Context: an optimization exercise on an open-source flow, tuned for small area, a short achievable clock period and few clock cycles per item. The choices shown serve that exercise and are no tape-out recipe. Function was checked by simulation only, so behaviour that the tests miss may differ from the original. Power and IR drop assume default switching activity.

// par_engine
module par_engine (
    input  wire         clk,
    input  wire         rst_n,
    input  wire         in_valid,
    output wire         in_ready,
    input  wire         in_first,
    input  wire         in_last,
    input  wire [1:0]   in_kind,      
    input  wire [3:0]   in_sheet,
    input  wire [127:0] in_data,
    input  wire [1:0]   cfg_nerase,
    input  wire [3:0]   cfg_sx,
    input  wire [3:0]   cfg_sy,
    output reg          out_valid,
    input  wire         out_ready,
    output reg  [127:0] out_a,
    output reg  [127:0] out_b,
    output reg          out_lost
);
    function [7:0] xtime;
        input [7:0] a;
        xtime = {a[6:0], 1'b0} ^ (a[7] ? 8'h1D : 8'h00);
    endfunction
    function [7:0] gf_mul;
        input [7:0] a;
        input [7:0] b;
        integer i;
        reg [7:0] p, aa;
        begin
            p  = 8'h00;
            aa = a;
            for (i = 0; i < 8; i = i + 1) begin
                if (b[i]) p = p ^ aa;
                aa = xtime(aa);
            end
            gf_mul = p;
        end
    endfunction
    localparam [127:0]  W_TAB  = 128'h261387CDE8743A1D8040201008040201;
    localparam [127:0]  K1_TAB = 128'h2C58B07DFAE9CF831B366CD8AD478E01;
  ...
Size: about 5400 cells after synthesis, about 410 I/O pins, roughly 46000 um2 of cells after synthesis.
==> flow/config.mk <==
export PLATFORM = sky130hd
export DESIGN_NAME = par_engine
export DESIGN_NICKNAME = par_engine
export VERILOG_FILES = /design/flow/design.v
export SDC_FILE = /design/flow/constraint.sdc
export NUM_CORES = 4
export LEC_CHECK = 0
export CAP_MARGIN = 20
export CORE_MARGIN = 2
export CORE_UTILIZATION = 60
export CTS_BUF_LIST = sky130_fd_sc_hd__clkbuf_16
export CTS_CLUSTER_DIAMETER = 80
export CTS_CLUSTER_SIZE = 20
export SLEW_MARGIN = 20
==> flow/constraint.sdc <==
create_clock -name core_clock -period 22.0 [get_ports {clk}]
set_input_delay 4.4000 -clock core_clock [delete_from_list [all_inputs] [get_ports {clk}]]
set_output_delay 4.4000 -clock core_clock [all_outputs]
set_load 0.01 [all_outputs]
standard.sh (not shown) runs the stock make flow with config.mk's settings and CLKGATE_MAP_FILE= SYNTH_SCRIPT=/design/flow/synth_recipe.tcl, a recipe that flattens the netlist after the stock synthesis.
==> flow/flow/run.sh <==
#!/bin/bash
set -euo pipefail
export BUFFER_PORTS_ARGS="-buffer_cell sky130_fd_sc_hd__buf_1"
bash standard.sh > flow.log 2>&1
Testbench counts at the start, summed over its fixed seeds: cycles 24,088, items 3,200.
Next try:
==> flow/run.sh (new file) <==
#!/bin/bash
# synth_recipe.tcl (not shown) runs the flow's synth.tcl, then flattens the netlist and writes it again
# the make line also repeats each setting of config.mk as NAME=value (left out here)
make -C /OpenROAD-flow-scripts/flow DESIGN_CONFIG=/design/flow/config.mk WORK_HOME=/design/flow/orfs CLKGATE_MAP_FILE= SYNTH_SCRIPT=/design/flow/synth_recipe.tcl finish
CORE_UTILIZATION = 30   (was 60)
CTS_BUF_LIST = unset   (was sky130_fd_sc_hd__clkbuf_16)
CTS_CLUSTER_DIAMETER = unset   (was 80)
CTS_CLUSTER_SIZE = unset   (was 20)
removed: flow/flow/run.sh
removed: flow/standard.sh
Effect:
- The new run went through all stages and came out clean
- clock-buffer cell count rises by 65
- total power goes up by 11%
- wire length went up by 15%
- final area rose by 11%


## oak
Starting RTL as in the previous note.
clock: 22.0 ns
lec_check: 0
cap_margin: 20
core_margin: 2
core_utilization: 70
cts_buf_list: sky130_fd_sc_hd__clkbuf_16
cts_cluster_diameter: 100
cts_cluster_size: 24
slew_margin: 20
==> flow/flow/run.sh <==
#!/bin/bash
set -euo pipefail
export BUFFER_PORTS_ARGS="-buffer_cell sky130_fd_sc_hd__buf_2"
bash standard.sh > flow.log 2>&1
Testbench counts of oak, summed over its fixed seeds: cycles 24,088, items 3,200.
Edits applied to the flow inputs when going from oak to pine:
- a change of CORE_UTILIZATION from 70 to 55
- an added GPL_TIMING_DRIVEN of 1
==> flow/flow/run.sh <==
#!/bin/bash
set -euo pipefail
export BUFFER_PORTS_ARGS="-buffer_cell sky130_fd_sc_hd__buf_1"
bash standard.sh > flow.log 2>&1
### Flow results
Max freq oak -> pine: improved
Async set or reset register ratio after synthesis came out exactly the same in pine and oak.
Delta (pine minus oak): worst hold slack across all endpoints went up by 0.0058 ns; global-route usage went down by 7.5 points.
From oak to pine the numbers moved as follows: setup slack of the critical path after layout shows an increase of 0.049 ns, first-iteration DRC count lost 33%, area added between synthesis and finish fell by 0.18 points, clock power now sits higher.
Going from oak to pine, the non-clock buffer count was found to have gone up by about 1.5%.
The following lists how birch was set up differently from pine:
- ABC_AREA now 1, previously not set
- GPL_TIMING_DRIVEN no longer set, was 1
==> flow/flow/run.sh <==
#!/bin/bash
set -euo pipefail
export BUFFER_PORTS_ARGS="-buffer_cell sky130_fd_sc_hd__buf_2"
bash standard.sh > flow.log 2>&1
Notes after the runs:
Cell count went up by a few percent going from pine to birch. birch does worse than pine on maximum frequency. Comparing pine and birch, the higher met3 usage is on birch. Compared with pine, birch shows fraction of the yosys area taken by sequential cells higher by 0.86 points. Compare pine and birch | sequential power lower: birch.

## static timing again, ports no longer ideal
No port has a modelled driver above. Below, the same layouts with a new extraction and two added sets of constraints. Step 1: set_driving_cell puts a clkbuf_16 on clk and a buf_2 on each other input, an assumption about the parent block. Step 2 also shifts input and output timing later by t, the mid clock arrival at the registers, as if the neighbouring blocks saw the same clock. Slacks: ideal / step 1 / step 2; pairs: ideal / step 1.
| run | t (ns) | setup slack, ns | worst hold slack (ns) | worst setup path at the end | cell pins on the clock port's net |
|---|---|---|---|---|---|
| the first run of note 1 | 0.705 | 16.282 / 16.212 / 16.597 | 0.326 / 0.326 / 0.326 | input to register | 1 |
| the second run of note 1 | 0.786 | 15.805 / 15.728 / 16.114 | 0.317 / 0.317 / 0.317 | input to register | 1 |
| oak | 0.686 | 16.246 / 16.212 / 16.246 | 0.312 / 0.312 / 0.312 | register to register | 1 |
| pine | 0.697 | 16.295 / 16.224 / 16.531 | 0.318 / 0.318 / 0.318 | input to register | 1 |
| birch | 0.712 | 16.133 / 16.105 / 16.133 | 0.323 / 0.323 / 0.323 | register to register | 1 |
After both steps every run listed still meets setup and hold.
